From an optimization exercise on the open Yosys and OpenROAD flow, aimed at small area, a short achievable clock period and few clock cycles per item; shortcuts taken in it are not production practice. In this exercise RTL edits were held to simulation tests only and were not proved equivalent to the original.

==> flow/design.v, too long to show whole: its modules and the start of the top module <==
// module pi_ctrl: 221 lines
// module pi_mul: 2104 lines
// module bk_add32: 92 lines
// module bk_add33: 93 lines
// module bk_add41: 115 lines
// module bk_add64: 186 lines
// module bk_add65: 187 lines
module pi_ctrl (
    input  wire        clk,
    input  wire        rst,           
    input  wire        in_valid,
    output wire        in_ready,
    input  wire [31:0] ref_in,
    input  wire [31:0] fb_in,
    input  wire [31:0] trk_in,
    input  wire [31:0] trken_in,
    input  wire [31:0] lo_in,
    input  wire [31:0] hi_in,
    input  wire [4:0]  conn,          
    input  wire [31:0] kp,            
    input  wire [31:0] kit,           
    input  wire [31:0] lo_p,          
    input  wire [31:0] hi_p,          
    input  wire [4:0]  trk_bit,       
    input  wire        flag_clr,      
    output reg         out_valid,
    output reg  [31:0] y,
    output reg  [31:0] flg,
    output reg         sat
);
  // ...
==> flow/run.sh <==
#!/bin/bash
# synth_recipe.tcl (not shown) runs the flow's synth.tcl, then flattens the netlist and writes it again
# the make line also repeats each setting of config.mk as NAME=value (left out here)
make -C /OpenROAD-flow-scripts/flow DESIGN_CONFIG=/design/flow/config.mk WORK_HOME=/design/flow/orfs CLKGATE_MAP_FILE= SYNTH_SCRIPT=/design/flow/synth_recipe.tcl finish
==> flow/config.mk <==
export PLATFORM = sky130hd
export DESIGN_NAME = pi_ctrl
export DESIGN_NICKNAME = pi_ctrl
export VERILOG_FILES = /design/flow/design.v
export SDC_FILE = /design/flow/constraint.sdc
export NUM_CORES = 4
export LEC_CHECK = 0
export ABC_AREA = 1
export ABC_CLOCK_PERIOD_IN_PS = 10000
export CAP_MARGIN = 20
export CORE_MARGIN = 2
export CORE_UTILIZATION = 50
export SETUP_SLACK_MARGIN = 2
export SLEW_MARGIN = 20
==> flow/constraint.sdc <==
create_clock -name core_clock -period 44.0 [get_ports {clk}]
set_input_delay 8.8000 -clock core_clock [delete_from_list [all_inputs] [get_ports {clk}]]
set_output_delay 8.8000 -clock core_clock [all_outputs]
set_load 0.01 [all_outputs]
==> results.yml, run 1 <==
detailed_routing:
  wl_met2_mm: 195
  viasPerCell: 6.15
critical_path:
  path_cells: "buf_2 > buf_4 > inv_2 > buf_4 > o21ai_0 > o21bai_1 > a21oi_1"
  crit_arrival_ps: 11250
  crit_path_start: "rst"
die:
  die-area_mm2: 0.213
  rows: 167
  die_width_um: 461
  die_height_um: 461
  taps: 2788
logic_synthesis:
  muxShareOfSynthArea_pct: 0.115
  syn_avg_cell_area_um2: 7.96
  syn-instance-count: 13100
  synth_xor_area_share_pct: 10.4
  yosysMostFrequentCell: "nand2_1"
  netlist.area_leader.share_pct: 18.3
  synth_area_mm2: 0.105
global_routing:
  use_met1_pct: 50.9
  globalRouteTotalUtil_pct: 42.6
  gr-usage-met2_pct: 64.1
  grt.busiest_layer: "met2"
placement:
  post-place-ws_ps: 32780
  dp_hpwl_mm: 347
cells_and_area:
  synthToLayoutAreaGrowth_pct: 9.66
  fin_util_pct: 55.3
  n_antenna_cell: 15
  clkCellAreaFrac_pct: 3.23
  fill_cells: 19400
  seq_share_pct: 19.2
sta:
  period_minus_slack_ps: 10560
  finalMaxSlewViolations: 0
  hold_violations: 0
  slew_headroom_pct: 23.6
outcome:
  status: "no timing/DRC/antenna violations"
clock_network:
  numCtsBuffers: 105
  clock_latency_ps: 820
  post_cts_buffers: 0
Testbench counts, summed over its fixed seeds: cycles 16,547, execs 16,000.
==> module pi_ctrl, before the edit <==
module pi_ctrl (
    input  wire        clk,
    input  wire        rst,           
    input  wire        in_valid,
    output wire        in_ready,
    input  wire [31:0] ref_in,
    input  wire [31:0] fb_in,
    input  wire [31:0] trk_in,
    input  wire [31:0] trken_in,
    input  wire [31:0] lo_in,
    input  wire [31:0] hi_in,
    input  wire [4:0]  conn,          
    input  wire [31:0] kp,            
    input  wire [31:0] kit,           
    input  wire [31:0] lo_p,          
    input  wire [31:0] hi_p,          
    input  wire [4:0]  trk_bit,       
    input  wire        flag_clr,      
    output reg         out_valid,
    output reg  [31:0] y,
    output reg  [31:0] flg,
    output reg         sat
);
    localparam signed [63:0] S64_MAX = 64'sh7FFF_FFFF_FFFF_FFFF;
    localparam signed [63:0] S64_MIN = -64'sh7FFF_FFFF_FFFF_FFFF - 64'sd1;
    reg        rdy_q;                 
    reg        rdy_o;                 
    reg        adjq;                  
    reg        v1;
    reg [31:0] ref1, fb1, trk1, trken1, loi1, hii1, lop1, hip1, kp1, kit1;
    reg [4:0]  conn1, tbit1;
    reg        fclr1;
    assign in_ready = rdy_o;
    wire kp_same = v1 && (kp == kp1);
    always @(posedge clk) begin
        if (rst) begin
            rdy_q <= 1'b1;
            rdy_o <= 1'b1;
            adjq  <= 1'b0;
            v1    <= 1'b0;
        end else begin
            rdy_q <= !(in_valid && rdy_q && !kp_same);
            rdy_o <= !(in_valid && rdy_o && !kp_same);
            adjq  <= in_valid && !adjq && !kp_same;
            if (rdy_q) v1 <= in_valid;
        end
        if (rdy_q) begin
            ref1   <= ref_in;
            fb1    <= fb_in;
            trk1   <= trk_in;
            trken1 <= trken_in;
            loi1   <= lo_in;
            hii1   <= hi_in;
            lop1   <= lo_p;
            hip1   <= hi_p;
            kp1    <= kp;
            kit1   <= kit;
            conn1  <= conn;
            tbit1  <= trk_bit;
            fclr1  <= flag_clr;
        end
    end
    wire adjA  = adjq;                
    wire normA = v1 && !adjq;         
    reg signed [31:0] kpu;            
    reg signed [31:0] eprev;          
    wire signed [31:0] ref_s = ref1;
    wire signed [31:0] fb_s  = conn1[0] ? fb1  : 32'd0;
    wire signed [31:0] trk_s = conn1[1] ? trk1 : 32'd0;
    wire               tracking = conn1[2] && trken1[tbit1];
    wire signed [32:0] e_full;
    wire               e_co;
    bk_add33 u_esub (.a({ref_s[31], ref_s}), .b(~{fb_s[31], fb_s}), .cin(1'b1), .s(e_full), .cout(e_co));
    wire signed [31:0] e = (e_full[32] != e_full[31]) ?
                           (e_full[32] ? 32'sh8000_0000 : 32'sh7FFF_FFFF) : e_full[31:0];
    wire signed [31:0] lo_ps = lop1;
    wire signed [31:0] hi_ps = hip1;
    wire signed [31:0] lo_is = loi1;
    wire signed [31:0] hi_is = hii1;
    wire signed [31:0] lo = (conn1[3] && lo_is > lo_ps) ? lo_is : lo_ps;
    wire signed [31:0] hi = (conn1[4] && hi_is < hi_ps) ? hi_is : hi_ps;
    wire signed [32:0] dkp;
    wire               dkp_co;
    bk_add33 u_dkp (.a({kpu[31], kpu}), .b(~{kp1[31], kp1}), .cin(1'b1), .s(dkp), .cout(dkp_co));
    wire kit_nz = |kit1;
    wire e_nz   = |e;
    wire dpos_a = kit_nz && e_nz && (kit1[31] == e[31]);
    wire dneg_a = kit_nz && e_nz && (kit1[31] != e[31]);
    reg        adjb, normb;
    reg [31:0] kpb, yb;
    reg [32:0] xb;
    reg [31:0] lob, hib, trkb;
    reg        trackb, fclrb, dposb, dnegb;
    always @(posedge clk) begin
        if (rst) begin
            adjb  <= 1'b0;
            normb <= 1'b0;
            kpu   <= 32'd0;
            eprev <= 32'd0;
        end else begin
            adjb  <= adjA;
            normb <= normA;
            if (normA) begin
                kpu   <= kp1;
                eprev <= e;
            end
        end
        kpb    <= kp1;
        xb     <= adjA ? dkp : {kit1[31], kit1};
        yb     <= adjA ? eprev : e;
        lob    <= lo;
        hib    <= hi;
        trkb   <= trk_s;
        trackb <= tracking;
        fclrb  <= fclr1;
        dposb  <= dpos_a;
        dnegb  <= dneg_a;
    end
    wire [63:0] pa;                   
    wire [64:0] pb;                   
    pi_mul u_mul (.x0(kpb), .x1(xb), .y(yb), .p0(pa), .p1(pb));
    wire signed [31:0] lo_m  = lob;
    wire signed [31:0] hi_m  = hib;
    wire signed [31:0] trk_m = trkb;
    wire signed [31:0] t_lo  = (trk_m < lo_m) ? lo_m : trk_m;
    wire signed [31:0] t     = (t_lo > hi_m) ? hi_m : t_lo;
    reg        adj2, norm2;
    reg [63:0] kpe2;
    reg [64:0] kd2;
    reg [31:0] lo2, hi2, t2;
    reg        trk2, limt2, fclr2, lohi2, dpos2, dneg2;
    always @(posedge clk) begin
        if (rst) begin
            adj2  <= 1'b0;
            norm2 <= 1'b0;
        end else begin
            adj2  <= adjb;
            norm2 <= normb;
        end
        kpe2  <= pa;
        kd2   <= pb;
        lo2   <= lob;
        hi2   <= hib;
        t2    <= t;
        trk2  <= trackb;
        limt2 <= (t != trk_m);
        fclr2 <= fclrb;
        lohi2 <= lo_m > hi_m;
        dpos2 <= dposb;
        dneg2 <= dnegb;
    end
    reg signed [63:0] i_q;            
    reg               lim_order_q;    
    wire signed [63:0] kpe  = kpe2;
    wire signed [64:0] kd   = kd2;
    wire signed [31:0] lo_c = lo2;
    wire signed [31:0] hi_c = hi2;
    wire signed [64:0] acc = {kpe[63], kpe} + {i_q[63], i_q};
    wire               s_neg  = acc[64];
    wire               rnd_up = acc[23] && (!s_neg || (|acc[22:0]));
    wire signed [40:0] q;
    wire               q_co;
    bk_add41 u_rnd (.a(acc[64:24]), .b(41'd0), .cin(rnd_up), .s(q), .cout(q_co));
    wire               q_hi   = !q[40] && (|q[39:31]);
    wire               q_lo   = q[40] && !(&q[39:31]);
    wire signed [31:0] v = q_hi ? 32'sh7FFF_FFFF : q_lo ? 32'sh8000_0000 : q[31:0];
    wire signed [64:0] k_hi = {{9{hi_c[31]}}, hi_c, 1'b1, 22'd0, hi_c[31]};
    wire               lo_le0 = lo_c[31] || !(|lo_c);
    wire signed [31:0] lo_m1;
    wire               lo_m1_co;
    bk_add32 u_lom1 (.a(lo_c), .b(32'hFFFF_FFFF), .cin(1'b0), .s(lo_m1), .cout(lo_m1_co));
    wire signed [64:0] k_lo = {{9{lo_m1[31]}}, lo_m1, 1'b1, 22'd0, lo_le0};
    wire               v_gt_hi = (acc >= k_hi) && (hi_c != 32'sh7FFF_FFFF);
    wire               v_lt_lo = (acc <  k_lo) && (lo_c != 32'sh8000_0000);
    wire signed [31:0] y_n = v_lt_lo ? (lohi2 ? hi_c : lo_c) : (v_gt_hi ? hi_c : v);
    wire               limited_n = (y_n != v);
    wire               hold  = (v_gt_hi && dpos2) || (v_lt_lo && dneg2);
    wire signed [65:0] sum   = {{2{i_q[63]}}, i_q} + {kd[64], kd};
    wire               sum_ovf = (sum[65:63] != 3'b000) && (sum[65:63] != 3'b111);
    wire signed [63:0] i_sum = !sum_ovf ? sum[63:0] : (sum[65] ? S64_MIN : S64_MAX);
    wire signed [41:0] lo42    = {{10{lo_c[31]}}, lo_c};
    wire signed [41:0] hi42    = {{10{hi_c[31]}}, hi_c};
    wire signed [41:0] i_top   = {{2{i_q[63]}}, i_q[63:24]};
    wire               i_lo_l  = i_top < lo42;
    wire               i_hi_g  = (i_top > hi42) ||
                                 ((i_top == hi42) && (|i_q[23:0]));
    wire signed [41:0] s_top   = sum[65:24];
    wire               s_lo_l  = s_top < lo42;
    wire               s_hi_g  = (s_top > hi42) ||
                                 ((s_top == hi42) && (|sum[23:0]));
    wire               x_lo_l  = hold ? i_lo_l : s_lo_l;
    wire               x_hi_g  = hold ? i_hi_g : s_hi_g;
    wire signed [63:0] lo_acc  = {{8{lo_c[31]}}, lo_c, 24'd0};
    wire signed [63:0] hi_acc  = {{8{hi_c[31]}}, hi_c, 24'd0};
    wire signed [63:0] i_n = x_lo_l ? (lohi2 ? hi_acc : lo_acc) :
                             x_hi_g ? hi_acc : (hold ? i_q : i_sum);
    wire signed [31:0] t_c = t2;
    wire signed [63:0] i_t;
    wire               i_t_co;
    bk_add64 u_it (.a({{8{t_c[31]}}, t_c, 24'd0}), .b(~kpe), .cin(1'b1), .s(i_t), .cout(i_t_co));
    wire lim_sticky = (lim_order_q && !fclr2) || lohi2;
    wire limited    = trk2 ? limt2 : limited_n;
    always @(posedge clk) begin
        if (rst) begin
            i_q         <= 64'd0;
            lim_order_q <= 1'b0;
            out_valid   <= 1'b0;
        end else begin
            out_valid <= norm2;
            if (adj2)
                i_q <= i_sum;
            else if (norm2)
                i_q <= trk2 ? i_t : i_n;
            if (norm2)
                lim_order_q <= lim_sticky;
        end
        y   <= trk2 ? t_c : y_n;
        flg <= {16'd0, 7'd0, lim_sticky, 6'd0, trk2, limited};
        sat <= trk2 ? limt2 : (limited_n || q_hi || q_lo);
    end
endmodule
==> run 2, diff against run 1 <==
--- a/flow/design.v
+++ b/flow/design.v
@@ -23,6 +23,8 @@
 );
     localparam signed [63:0] S64_MAX = 64'sh7FFF_FFFF_FFFF_FFFF;
     localparam signed [63:0] S64_MIN = -64'sh7FFF_FFFF_FFFF_FFFF - 64'sd1;
+    reg        rst_q;
+    always @(posedge clk) rst_q <= rst;
     reg        rdy_q;                 
     reg        rdy_o;                 
     reg        adjq;                  
@@ -95,15 +97,16 @@
         if (rst) begin
             adjb  <= 1'b0;
             normb <= 1'b0;
-            kpu   <= 32'd0;
-            eprev <= 32'd0;
         end else begin
             adjb  <= adjA;
             normb <= normA;
-            if (normA) begin
-                kpu   <= kp1;
-                eprev <= e;
-            end
+        end
+        if (rst_q) begin
+            kpu   <= 32'd0;
+            eprev <= 32'd0;
+        end else if (normA) begin
+            kpu   <= kp1;
+            eprev <= e;
         end
         kpb    <= kp1;
         xb     <= adjA ? dkp : {kit1[31], kit1};
@@ -201,12 +204,14 @@
     wire lim_sticky = (lim_order_q && !fclr2) || lohi2;
     wire limited    = trk2 ? limt2 : limited_n;
     always @(posedge clk) begin
-        if (rst) begin
+        if (rst)
+            out_valid <= 1'b0;
+        else
+            out_valid <= norm2;
+        if (rst_q) begin
             i_q         <= 64'd0;
             lim_order_q <= 1'b0;
-            out_valid   <= 1'b0;
         end else begin
-            out_valid <= norm2;
             if (adj2)
                 i_q <= i_sum;
             else if (norm2)
==> run 2 against run 1 <==
Compared with the run above: still clean; flip-flop and latch count up 1; critical path depth down 6; die area decreased by 0.63%; utilization fell by 0.39 points; critical endpoint is now y[18]; largest cell class unchanged; critical path type is now flip-flop to output pin.
==> results.yml, run 2 <==
critical_path:
  path_cells: "clkdlybuf4s50_1"
  crit_arrival_ps: 1720
  endpoint_kind: "output pin"
  start_kind: "flip-flop"
  path_class: "flip-flop to output pin"
  crit_buf_inv: 1
  cp_max_fo: 1
  critPathSlowestCell: "clkdlybuf4s50_1"
  critPathTopFamily: "buffers and inverters"
  critPathRequiredTime_ps: 35200
  critPathMaxStageDelay_ps: 540
sta:
  hold_violations: 0
  final.setup.worst_slack_ps: 33480
  finalClockSkew_ps: 102
  period_minus_slack_ps: 10520
  finalMaxSlewViolations: 0
  post-route-period-util_pct: 23.9
  fin_setup_tns_ps: 0
  setup_violations: 0
  worstMarginPinSlew_ps: 1220
  rsz0062_at_grt: "no"
  slew_headroom_pct: 18.6
  fmax_mhz: 95.1
cells_and_area:
  ff_latch_area_mm2: 0.0220
  reg_top3: "kd2: 65 flops, i_q: 64 flops, kpe2: 64 flops"
  fin_nets: 15100
  drive_gt1_share_pct: 4.03
  final_cell_mix: "inv_1 (2088), nand2_1 (2070), xor2_1 (1131)"
  layout_commonest_cell: "inv_1"
  largest_reg_flops: 65
  max_flop_register: "kd2"
  multi_input_area_mm2: 0.0713
  fill_cells: 19300
  synthToLayoutAreaGrowth_pct: 9.26
  fin_util_pct: 54.9
run:
  cap_violations: 0
placement:
  place_congestion: 1.03
  port-buffer-count: 371
  dp_hpwl_mm: 338
  post-place-ws_ps: 32700
logic_synthesis:
  netlist.area_leader.share_pct: 18.4
  synth_top_family_by_area: "adder cells"
  yosys-top-cells-area: "fa_1 (18%), dfxtp_1 (12%), ha_1 (11%)"
  yosysMostFrequentCell: "inv_1"
  synth_top_cell_by_area: "fa_1"
  seq_area_frac_synth_pct: 21.2
  async_reset_ff_share_pct: 0
  synth_xor_area_share_pct: 10.6
  synth_compound_area_share_pct: 14.9
  synthTopCellsByCount: "inv_1 (2117), nand2_1 (2082), xor2_1 (1132), o22ai_1 (955), fa_1 (954)"
  syn-instance-count: 12900
  synth_edf_count: 331
  synthAdderAreaFrac_pct: 29.4
  syn_avg_cell_area_um2: 8.05
  synth_flop_cell: "dfxtp_1"
  yosys_warnings: 1
  synth_seq_cells: 934
  synth_area_mm2: 0.104
  synth-simple-area-share_pct: 13.3
  ys_types: 66
  muxShareOfSynthArea_pct: 0.106
global_routing:
  grt_max_degree: 82
  grt_pass1_wl_mm: 642
  antenna_found_initial: 22
  grt_overflow: 0
  grt_pass1_vias: 94900
  globalRouteTotalUtil_pct: 41.6
clock_network:
  h-tree-depth: 3
  clock-root-buffer: "clkbuf_16"
  clock_latency_ps: 830
  cts_resized: 0
  cts_sinks: 934
  cts_hold_buffers: 0
  cts_tree: "yes"
  cts.clk_slew.worst_paths_ps: 70
  post_cts_buffers: 0
  clk_path_buf_depth: 3
  numCtsBuffers: 104
detailed_routing:
  ant_nets: 0
  routed_wl_mm: 448
  drtIter0Drc: 11100
  wl_per_cell_um: 28.5
  dr_total_vias: 96300
  viasPerCell: 6.14
  drt-pass1-iter-count: 7
  post-route-drc-count: 0
die:
  die_width_um: 460
  die-area_mm2: 0.212
  start_util_pct: 50.3
  die_height_um: 460
  core_mm2: 0.207
  io_pins: 401
  rows: 167
worst_hold_path:
  hold_class: "flip-flop to flip-flop"
outcome:
  status: "no timing/DRC/antenna violations"
==> run 2: metal layers <==
metal	up-vias	routed length, µm	track usage, %
met4	24	34700	26.2
met1	46000	165000	50.5
met5	-	301	0.528
li1	42200	-	-
met2	6239	191000	63.0
met3	1793	57000	14.2
==> run 2: layout make-up <==
type	count	share of cell area [%]
antenna	7	0.0154
clock buffer	127	2.46
clock inverter	71	0.703
inverter	2139	7.07
multi-input combinational	9136	62.8
sequential	934	19.4
tap	2704	2.98
timing repair buffer	570	4.59
==> run 2: final timing paths <==
check / depth (start not counted) / from / slack [ps] / end
max: 1 / y[18] / 33480 / y[18]
min: 0 / dposb / 320 / dpos2
max reg2reg: 25 / yb[11] / 34230 / kd2[64]
min reg2reg: 0 / dposb / 320 / dpos2
==> run 2: stage by stage <==
step	instances	hold slack [ps]	cell area (µm²)
detailed placement	15500	313	110000
CTS	15700	319	114000
global route	15700	341	114000
global placement	15500	315	110000
finish	15700	324	114000
floorplan	12900	310	104000
==> run 2: cells by family (layout without fill, tap and decap cells) <==
| kind of cell | Yosys count | count (layout) |
|---|---|---|
| mux | 11 | 11 |
| other cells | 1 | 36 |
| compound gates | 2628 | 2628 |
| fa+ha+maj | 1871 | 1871 |
| xor+xnor | 1258 | 1258 |
| buf+inv | 2870 | 2907 |
| flops | 934 | 934 |
| simple gates | 3339 | 3339 |
Testbench counts of run 2, summed over its fixed seeds: cycles 16,547, execs 16,000.
==> run 3, diff against run 2 <==
==> flow/flow/run.sh (new file) <==
#!/bin/bash
# The standard layout, with plain buffers (buf_2) on the ports instead of
# the delay buffers buffer_ports would otherwise pick.
set -euo pipefail
export BUFFER_PORTS_ARGS="-buffer_cell sky130_fd_sc_hd__buf_2"
bash standard.sh > standard_flow.log 2>&1
==> flow/standard.sh (new file) <==
#!/bin/bash
# synth_recipe.tcl (not shown) runs the flow's synth.tcl, then flattens the netlist and writes it again
# the make line also repeats each setting of config.mk as NAME=value (left out here)
make -C /OpenROAD-flow-scripts/flow DESIGN_CONFIG=/design/flow/config.mk WORK_HOME=/design/flow/orfs CLKGATE_MAP_FILE= SYNTH_SCRIPT=/design/flow/synth_recipe.tcl "${@:-finish}"
removed: flow/run.sh
==> run 3 against run 2 <==
Compared with the run above: flip-flop and latch count unchanged; utilization is 0.83 points lower; still clean on timing, DRC and antenna; hold slack gained 3.7 ps; synthesized cell count did not move; synthesized area stayed put; non-clock buffer count rose by 10.
==> results.yml, run 3 <==
global_routing:
  grt_pass1_wl_mm: 639
  globalRouteTotalUtil_pct: 41.2
  antenna_found_initial: 18
  grt_max_degree: 82
  grt_pass1_vias: 94700
  grt_overflow: 0
logic_synthesis:
  synth_top_cell_by_area: "fa_1"
  ys_types: 66
  syn-instance-count: 12900
  yosys-top-cells-area: "fa_1 (18%), dfxtp_1 (12%), ha_1 (11%)"
  yosys_warnings: 1
  synth_seq_cells: 934
  synth_edf_count: 331
  seq_area_frac_synth_pct: 21.2
  netlist.area_leader.share_pct: 18.4
  synthTopCellsByCount: "inv_1 (2117), nand2_1 (2082), xor2_1 (1132), o22ai_1 (955), fa_1 (954)"
  async_reset_ff_share_pct: 0
  synth_flop_cell: "dfxtp_1"
  syn_avg_cell_area_um2: 8.05
  yosysMostFrequentCell: "inv_1"
  synth_area_mm2: 0.104
clock_network:
  cts_resized: 0
  clk_path_buf_depth: 3
  clock_latency_ps: 830
  h-tree-depth: 3
  post_cts_buffers: 0
  cts_hold_buffers: 0
  clock-root-buffer: "clkbuf_16"
  cts_sinks: 934
  cts.clk_slew.worst_paths_ps: 70
  cts_tree: "yes"
  numCtsBuffers: 105
critical_path:
  start_kind: "flip-flop"
  cp_max_fo: 1
  endpoint_kind: "output pin"
  path_class: "flip-flop to output pin"
  critPathMaxStageDelay_ps: 350
  crit_arrival_ps: 1320
  crit_buf_inv: 1
  critPathTopFamily: "flip-flops"
  critPathSlowestCell: "dfxtp_1"
  critPathRequiredTime_ps: 35200
  path_cells: "buf_2"
cells_and_area:
  max_flop_register: "kd2"
  fin_util_pct: 54.1
  fin_nets: 15100
  fill_cells: 19600
  reg_top3: "kd2: 65 flops, i_q: 64 flops, kpe2: 64 flops"
  final_cell_mix: "inv_1 (2096), nand2_1 (2069), xor2_1 (1131)"
  largest_reg_flops: 65
  synthToLayoutAreaGrowth_pct: 7.61
  drive_gt1_share_pct: 6.91
  layout_commonest_cell: "inv_1"
sta:
  fin_setup_tns_ps: 0
  setup_violations: 0
  period_minus_slack_ps: 10120
  fmax_mhz: 98.8
  worstMarginPinSlew_ps: 1170
  rsz0062_at_grt: "no"
  slew_headroom_pct: 20.2
  hold_violations: 0
  finalMaxSlewViolations: 0
  post-route-period-util_pct: 23.0
  finalClockSkew_ps: 79.6
die:
  die-area_mm2: 0.212
  die_width_um: 460
  core_mm2: 0.207
  start_util_pct: 50.3
  die_height_um: 460
  io_pins: 401
  rows: 167
detailed_routing:
  post-route-drc-count: 0
  ant_nets: 0
  wl_per_cell_um: 28.3
  dr_total_vias: 95500
  viasPerCell: 6.08
  drtIter0Drc: 10600
  drt-pass1-iter-count: 10
  routed_wl_mm: 444
run:
  cap_violations: 0
placement:
  port-buffer-count: 371
  dp_hpwl_mm: 338
  place_congestion: 1.05
worst_hold_path:
  hold_class: "flip-flop to flip-flop"
outcome:
  status: "no timing/DRC/antenna violations"
==> run 3: cell counts after synthesis <==
No cell type changed its count.
==> run 3: metrics by stage <==
stage | cell area, µm² | std cells | hold WS (ps) | setup slack (ps)
after floorplan | 104000 | 12900 | 310 | 33930
after global placement | 108000 | 15500 | 314 | 32920
after detailed placement | 108000 | 15500 | 313 | 33090
after CTS | 112000 | 15700 | 327 | 33830
after global routing | 112000 | 15700 | 329 | 33840
final | 112000 | 15700 | 328 | 33880
==> run 3: final timing paths <==
kind	start	to	slack (ps)	depth (start not counted)
worst min register to register	trackb	trk2	330	0
worst min-delay path	trackb	trk2	330	0
worst max register to register	yb[7]	kpe2[62]	34360	33
worst max-delay path	y[20]	y[20]	33880	1
==> run 3: logic make-up (layout without fill, tap and decap cells) <==
group,after synthesis,after routing,synth area share [%]
AO/OA/AOI/OAI,2628,2628,14.9
XOR/XNOR,1258,1258,10.6
adder cells (fa/ha/maj),1871,1871,29.4
buffers and inverters,2870,2918,10.6
flip-flops,934,934,21.2
multiplexers,11,11,0.106
other,1,38,0.00361
AND/OR/NAND/NOR,3339,3339,13.3
==> run 3: final cells by class <==
| class | instances | area, µm² | area share (%) |
|---|---|---|---|
| inverters | 2139 | 8030 | 7.18 |
| clock buffers | 135 | 2870 | 2.57 |
| well taps | 2704 | 3380 | 3.02 |
| flip-flops and latches | 934 | 22000 | 19.7 |
| clock inverters | 64 | 785 | 0.701 |
| repair buffers | 580 | 3430 | 3.06 |
| multi-input cells | 9136 | 71300 | 63.7 |
| diodes | 9 | 22.5 | 0.0201 |
==> run 3: routing by layer <==
layer,vias up,global-route usage (%),wire (µm)
met5,-,0.505,301
met4,22,26.6,34800
met3,1669,14.5,55200
met2,5917,62.4,190000
met1,45700,49.7,164000
li1,42200,-,-
==> run 4, diff against run 3 <==
--- a/flow/design.v
+++ b/flow/design.v
@@ -29,9 +29,10 @@
     reg        rdy_o;                 
     reg        adjq;                  
     reg        v1;
-    reg [31:0] ref1, fb1, trk1, trken1, loi1, hii1, lop1, hip1, kp1, kit1;
-    reg [4:0]  conn1, tbit1;
+    reg [31:0] ref1, fb1, trk1, loi1, hii1, lop1, hip1, kp1, kit1;
+    reg [4:0]  conn1;
     reg        fclr1;
+    reg        track1;                
     assign in_ready = rdy_o;
     wire kp_same = v1 && (kp == kp1);
     always @(posedge clk) begin
@@ -50,7 +51,7 @@
             ref1   <= ref_in;
             fb1    <= fb_in;
             trk1   <= trk_in;
-            trken1 <= trken_in;
+            track1 <= conn[2] && trken_in[trk_bit];
             loi1   <= lo_in;
             hii1   <= hi_in;
             lop1   <= lo_p;
@@ -58,18 +59,15 @@
             kp1    <= kp;
             kit1   <= kit;
             conn1  <= conn;
-            tbit1  <= trk_bit;
             fclr1  <= flag_clr;
         end
     end
     wire adjA  = adjq;                
     wire normA = v1 && !adjq;         
-    reg signed [31:0] kpu;            
-    reg signed [31:0] eprev;          
     wire signed [31:0] ref_s = ref1;
     wire signed [31:0] fb_s  = conn1[0] ? fb1  : 32'd0;
     wire signed [31:0] trk_s = conn1[1] ? trk1 : 32'd0;
-    wire               tracking = conn1[2] && trken1[tbit1];
+    wire               tracking = track1;
     wire signed [32:0] e_full;
     wire               e_co;
     bk_add33 u_esub (.a({ref_s[31], ref_s}), .b(~{fb_s[31], fb_s}), .cin(1'b1), .s(e_full), .cout(e_co));
@@ -83,7 +81,7 @@
     wire signed [31:0] hi = (conn1[4] && hi_is < hi_ps) ? hi_is : hi_ps;
     wire signed [32:0] dkp;
     wire               dkp_co;
-    bk_add33 u_dkp (.a({kpu[31], kpu}), .b(~{kp1[31], kp1}), .cin(1'b1), .s(dkp), .cout(dkp_co));
+    bk_add33 u_dkp (.a({kpb[31], kpb}), .b(~{kp1[31], kp1}), .cin(1'b1), .s(dkp), .cout(dkp_co));
     wire kit_nz = |kit1;
     wire e_nz   = |e;
     wire dpos_a = kit_nz && e_nz && (kit1[31] == e[31]);
@@ -102,15 +100,13 @@
             normb <= normA;
         end
         if (rst_q) begin
-            kpu   <= 32'd0;
-            eprev <= 32'd0;
+            kpb <= 32'd0;
+            yb  <= 32'd0;
         end else if (normA) begin
-            kpu   <= kp1;
-            eprev <= e;
+            kpb <= kp1;
+            yb  <= e;
         end
-        kpb    <= kp1;
         xb     <= adjA ? dkp : {kit1[31], kit1};
-        yb     <= adjA ? eprev : e;
         lob    <= lo;
         hib    <= hi;
         trkb   <= trk_s;
==> run 4 against run 3 <==
Compared with the run above: still clean on timing, DRC and antenna; synthesized cell count down 0.59%; critical endpoint is now sat; first-iteration DRC count up 2.3%; hold slack worse by 5.9 ps; non-clock buffer count down 8; critical path depth unchanged.
==> results.yml, run 4 <==
clock_network:
  h-tree-depth: 3
  cts.clk_slew.worst_paths_ps: 70
  clock_latency_ps: 800
  clock-root-buffer: "clkbuf_16"
  cts_hold_buffers: 0
  clk_path_buf_depth: 3
  post_cts_buffers: 0
  numCtsBuffers: 97
  cts_sinks: 833
  cts_resized: 0
  cts_tree: "yes"
cells_and_area:
  max_flop_register: "kd2"
  final_area_mm2: 0.109
  layout_commonest_cell: "nand2_1"
  largest_reg_flops: 65
  fin_util_pct: 54.1
  fin_cells: 15600
  synthToLayoutAreaGrowth_pct: 7.50
  reg_top3: "kd2: 65 flops, i_q: 64 flops, kpe2: 64 flops"
  fill_cells: 19200
  fin_nets: 15000
  final_cell_mix: "nand2_1 (2147), inv_1 (2096), xor2_1 (1153)"
  drive_gt1_share_pct: 7.18
global_routing:
  grt_pass1_wl_mm: 633
  grt_max_degree: 104
  grt_overflow: 0
  globalRouteTotalUtil_pct: 41.6
  grt_pass1_vias: 94800
  antenna_found_initial: 31
placement:
  dp.cells: 15400
  place_congestion: 1.05
  port-buffer-count: 371
  dp_hpwl_mm: 329
  place_area_mm2: 0.106
logic_synthesis:
  synth_area_mm2: 0.102
  netlist.area_leader.share_pct: 18.8
  synth_top_cell_by_area: "fa_1"
  async_reset_ff_share_pct: 0
  synth_seq_cells: 833
  synthTopCellsByCount: "nand2_1 (2159), inv_1 (2116), xor2_1 (1153), o22ai_1 (1015), fa_1 (954)"
  yosys-top-cells-area: "fa_1 (19%), ha_1 (11%), dfxtp_1 (11%)"
  synth_edf_count: 294
  syn-instance-count: 12800
  syn_avg_cell_area_um2: 7.92
  yosysMostFrequentCell: "nand2_1"
  synth_flop_cell: "dfxtp_1"
  seq_area_frac_synth_pct: 19.3
  yosys_warnings: 1
  ys_types: 73
die:
  die_width_um: 455
  core_mm2: 0.202
  rows: 165
  die-area_mm2: 0.207
  start_util_pct: 50.3
  die_height_um: 455
  io_pins: 401
critical_path:
  reg2reg_to: "kd2[63]"
  crit_arrival_ps: 1230
  cp_max_fo: 1
  critPathSlowestCell: "dfxtp_1"
  path_class: "flip-flop to output pin"
  critPathTopFamily: "flip-flops"
  path_cells: "buf_2"
  crit_buf_inv: 1
  start_kind: "flip-flop"
  r2r_start: "yb[19]"
  endpoint_kind: "output pin"
  critPathRequiredTime_ps: 35200
  reg2regPathDepth: 28
  rrSetupSlack_ps: 34030
  critPathMaxStageDelay_ps: 330
worst_hold_path:
  min_delay_path_depth: 0
  hold_path_end: "dneg2"
  hold_start: "dnegb"
  hold_class: "flip-flop to flip-flop"
sta:
  finalClockSkew_ps: 94.6
  finalMaxSlewViolations: 0
  period_minus_slack_ps: 10030
  slew_headroom_pct: 18.9
  fin_setup_tns_ps: 0
  worstMarginPinSlew_ps: 1210
  setup_violations: 0
  finalHoldWorstSlack_ps: 322
  rsz0062_at_grt: "no"
  post-route-period-util_pct: 22.8
  hold_violations: 0
  fmax_mhz: 99.7
detailed_routing:
  wl_per_cell_um: 28.2
  drt-pass1-iter-count: 9
  drtIter0Drc: 10900
  routed_wl_mm: 440
  ant_nets: 0
  post-route-drc-count: 0
  viasPerCell: 6.15
  dr_total_vias: 95800
outcome:
  status: "no timing/DRC/antenna violations"
run:
  cap_violations: 0
## run 4: cell count changes in the layout (fill, tap and decap cells not counted), moves of 14 or more
cell	before	now
dfxtp_1	584	522
a31oi_1	75	94
o22ai_1	955	1015
nand4_1	129	110
xor2_1	1131	1153
nand2_2	17	40
nor2_1	603	589
o211ai_1	72	33
inv_2	25	40
edfxtp_1	331	294
nand3_1	287	322
nand2_1	2069	2147
o21ai_0	596	465
## run 4: final cells by class
type	count	area, µm²	area share [%]
timing repair buffer	572	3370	3.08
clock inverter	67	870	0.796
tap	2672	3340	3.06
clock buffer	114	2550	2.34
inverter	2144	8050	7.36
multi-input combinational	9163	71400	65.4
sequential	833	19600	18.0
antenna	16	40.0	0.0366
## run 4: per-stage QoR
step	setup WS, ps
after floorplan	33800
after global placement	33520
after detailed placement	33620
after CTS	33910
after global routing	33690
final	33970
## run 4: worst max-delay path by stage
stage | from | to | slack [ps] | cells after the start
6_report | sat | sat | 33970 | 1
5_1_grt | yb[7] | kd2[63] | 33690 | 31
4_1_cts | rdy_o | in_ready | 33910 | 1
3_5_place_dp | trk_bit[0] | track1 | 33620 | 7
3_3_place_gp | trk_bit[0] | track1 | 33520 | 7
2_1_floorplan | trk_bit[0] | track1 | 33800 | 7
## run 4: logic make-up (layout without fill, tap and decap cells)
logic type,Yosys count,after routing,share of synthesized area (%)
other,1,45,0.00369
multiplexers,10,10,0.0984
AO/OA/AOI/OAI,2528,2528,14.7
flip-flops,833,833,19.3
AND/OR/NAND/NOR,3451,3451,14.1
adder cells (fa/ha/maj),1872,1872,30.1
buffers and inverters,2868,2897,10.8
XOR/XNOR,1273,1273,11.0
## run 4: per-layer routing
metal  GRT usage [%]  vias up  wire, µm
li1                -    41800         -
met1            52.3    45900    166000
met2            62.9     6302    186000
met3            12.0     1766     52600
met4            25.7       27     34000
met5           0.276        -       228
Testbench counts of run 4, summed over its fixed seeds: cycles 16,547, execs 16,000.
==> run 5, diff against run 4 <==
--- a/flow/config.mk
+++ b/flow/config.mk
@@ -9,6 +9,6 @@
 export ABC_CLOCK_PERIOD_IN_PS = 10000
 export CAP_MARGIN = 20
 export CORE_MARGIN = 2
-export CORE_UTILIZATION = 50
+export CORE_UTILIZATION = 60
 export SETUP_SLACK_MARGIN = 2
 export SLEW_MARGIN = 20
==> run 5 against run 4 <==
Compared with the run above: final area down 0.63%; die area fell by 17%; hold slack better by 1.6 ps; via count is 3.6% higher; critical path depth rose by 29; flip-flop and latch count stayed put; register-to-register slack lost 180 ps; setup slack got worse by 110 ps; clock skew increased by 2.6 ps; non-clock buffer count up 18; cell count decreased by 2.7%.
==> results.yml, run 5 <==
logic_synthesis:
  netlist.area_leader.share_pct: 18.8
  async_reset_ff_share_pct: 0
  yosysMostFrequentCell: "nand2_1"
  synthTopCellsByCount: "nand2_1 (2159), inv_1 (2116), xor2_1 (1153), o22ai_1 (1015), fa_1 (954)"
  ys_types: 73
  synth_edf_count: 294
  synth_flop_cell: "dfxtp_1"
  synth_top_cell_by_area: "fa_1"
  synth_seq_cells: 833
  yosys_warnings: 1
  syn_avg_cell_area_um2: 7.92
  seq_area_frac_synth_pct: 19.3
  syn-instance-count: 12800
  synth_area_mm2: 0.102
  yosys-top-cells-area: "fa_1 (19%), ha_1 (11%), dfxtp_1 (11%)"
cells_and_area:
  max_flop_register: "kd2"
  reg_top3: "kd2: 65 flops, i_q: 64 flops, kpe2: 64 flops"
  largest_reg_flops: 65
  layout_commonest_cell: "nand2_1"
  final_cell_mix: "nand2_1 (2147), inv_1 (2101), xor2_1 (1153)"
  fin_nets: 15000
  drive_gt1_share_pct: 7.09
  synthToLayoutAreaGrowth_pct: 6.82
  final_area_mm2: 0.109
critical_path:
  start_kind: "flip-flop"
  critPathTopFamily: "adder cells"
  critPathMaxStageDelay_ps: 720
  critPathRequiredTime_ps: 44600
  critPathSlowestCell: "inv_2"
  cp_max_fo: 32
  cpMostUsedCell: "fa_1"
  endpoint_kind: "flip-flop"
  path_class: "flip-flop to flip-flop"
  crit_arrival_ps: 10740
  crit_buf_inv: 8
die:
  die_width_um: 416
  die_height_um: 416
  die-area_mm2: 0.173
  core_mm2: 0.169
  rows: 151
  io_pins: 401
  start_util_pct: 60.2
sta:
  slew_headroom_pct: 15.9
  fin_setup_tns_ps: 0
  setup_violations: 0
  period_minus_slack_ps: 10150
  finalMaxSlewViolations: 0
  worstMarginPinSlew_ps: 1250
  post-route-period-util_pct: 23.1
  final.setup.worst_slack_ps: 33850
  fmax_mhz: 98.5
  rsz0062_at_grt: "no"
  hold_violations: 0
  finalClockSkew_ps: 97.2
clock_network:
  clk_path_buf_depth: 3
  cts.clk_slew.worst_paths_ps: 60
  clock_latency_ps: 780
  cts_tree: "yes"
  cts_resized: 0
  cts_hold_buffers: 0
  cts_sinks: 833
  h-tree-depth: 3
  clock-root-buffer: "clkbuf_16"
  post_cts_buffers: 0
  numCtsBuffers: 89
placement:
  place_area_mm2: 0.105
  dp_hpwl_mm: 314
  post-place-ws_ps: 33610
  port-buffer-count: 371
  place_congestion: 1.08
global_routing:
  grt_overflow: 0
  grt_pass1_vias: 99000
  antenna_found_initial: 47
  globalRouteTotalUtil_pct: 48.0
  grt_max_degree: 110
  grt_pass1_wl_mm: 619
detailed_routing:
  drtIter0Drc: 14100
  dr_total_vias: 99200
  drt-pass1-iter-count: 14
  wl_per_cell_um: 28.1
  post-route-drc-count: 0
  routed_wl_mm: 425
  viasPerCell: 6.55
  ant_nets: 0
run:
  cap_violations: 0
outcome:
  status: "no timing/DRC/antenna violations"
worst_hold_path:
  hold_class: "flip-flop to flip-flop"
run 5: cell counts after synthesis:
Identical to the previous run, type by type.
run 5: layout make-up:
type                       count  area, µm²
tap                         2218       2780
clock inverter                48        566
fill                       14200      60300
antenna                       39       97.6
sequential                   833      19600
clock buffer                 119       2540
timing repair buffer         590       3520
inverter                    2144       8050
multi-input combinational   9163      71400
run 5: path summary, 6_finish.rpt:
kind,start,end,cells after the start,slack [ps]
worst min-delay path,hib[23],hi2[23],0,320
worst max-delay path,yb[15],kd2[63],30,33850
worst min register to register,hib[23],hi2[23],0,320
worst max register to register,yb[15],kd2[63],30,33850
run 5: kinds of logic after synthesis:
group	after synthesis	share of synthesized area [%]
buffers and inverters	2868	10.8
muxes	10	0.0984
xor gates and xnor gates	1273	11.0
DFF	833	19.3
and+or+nand+nor	3451	14.1
other	1	0.00369
AOI/OAI and AO/OA	2528	14.7
adders and majority gates	1872	30.1
run 5: per-stage QoR:
step	instances	utilization (%)	hold WS (ps)
2_1_floorplan	12900	-	310
3_3_place_gp	14900	62.4	312
3_5_place_dp	14900	62.4	316
4_1_cts	15100	64.2	313
5_1_grt	15100	64.3	328
6_report	15200	64.3	324
run 5: layer usage:
layer / routed length (µm) / vias to the layer above / GRT usage, %
met1: 143000 / 46200 / 55.1
li1: - / 41900 / -
met4: 44400 / 30 / 38.3
met3: 61600 / 2990 / 19.0
met5: 414 / - / 1.14
met2: 176000 / 8095 / 71.1

==> port drivers added, routing unchanged <==
Ports are ideal in the flow. The routed layouts listed here were re-timed in OpenROAD. Step 1: set_driving_cell puts a clkbuf_16 on clk and a buf_2 on each other input, an assumption about the parent block. Step 2 adds t to the input delays and takes it off the output delays; t is the mean of the earliest and latest rising clock arrival at the registers after step 1. Input paths then give back, and output paths get back, about the clock's delay inside the block. Three values: ideal ports, drivers, drivers and shift; two values: the first two.
run	shift t [ns]	setup WS [ns]	worst register clock-pin slew, ns	worst slew at a driven data input, ns	cell pins on the clock port's net
run 1	0.874	33.441 / 33.395 / 32.647	0.08 / 0.08	0.10	1
run 2	0.888	33.485 / 33.379 / 32.721	0.08 / 0.08	0.08	1
run 3	0.883	33.879 / 33.785 / 33.211	0.08 / 0.08	0.07	1
run 4	0.844	33.965 / 33.870 / 33.633	0.08 / 0.08	0.09	1
run 5	0.833	33.853 / 33.853 / 33.630	0.07 / 0.07	0.09	1
After both steps setup and hold are still met in every run listed. The setup slack of run 1, which loses most, moves by -0.046 ns with the drivers and by -0.794 ns with both steps.
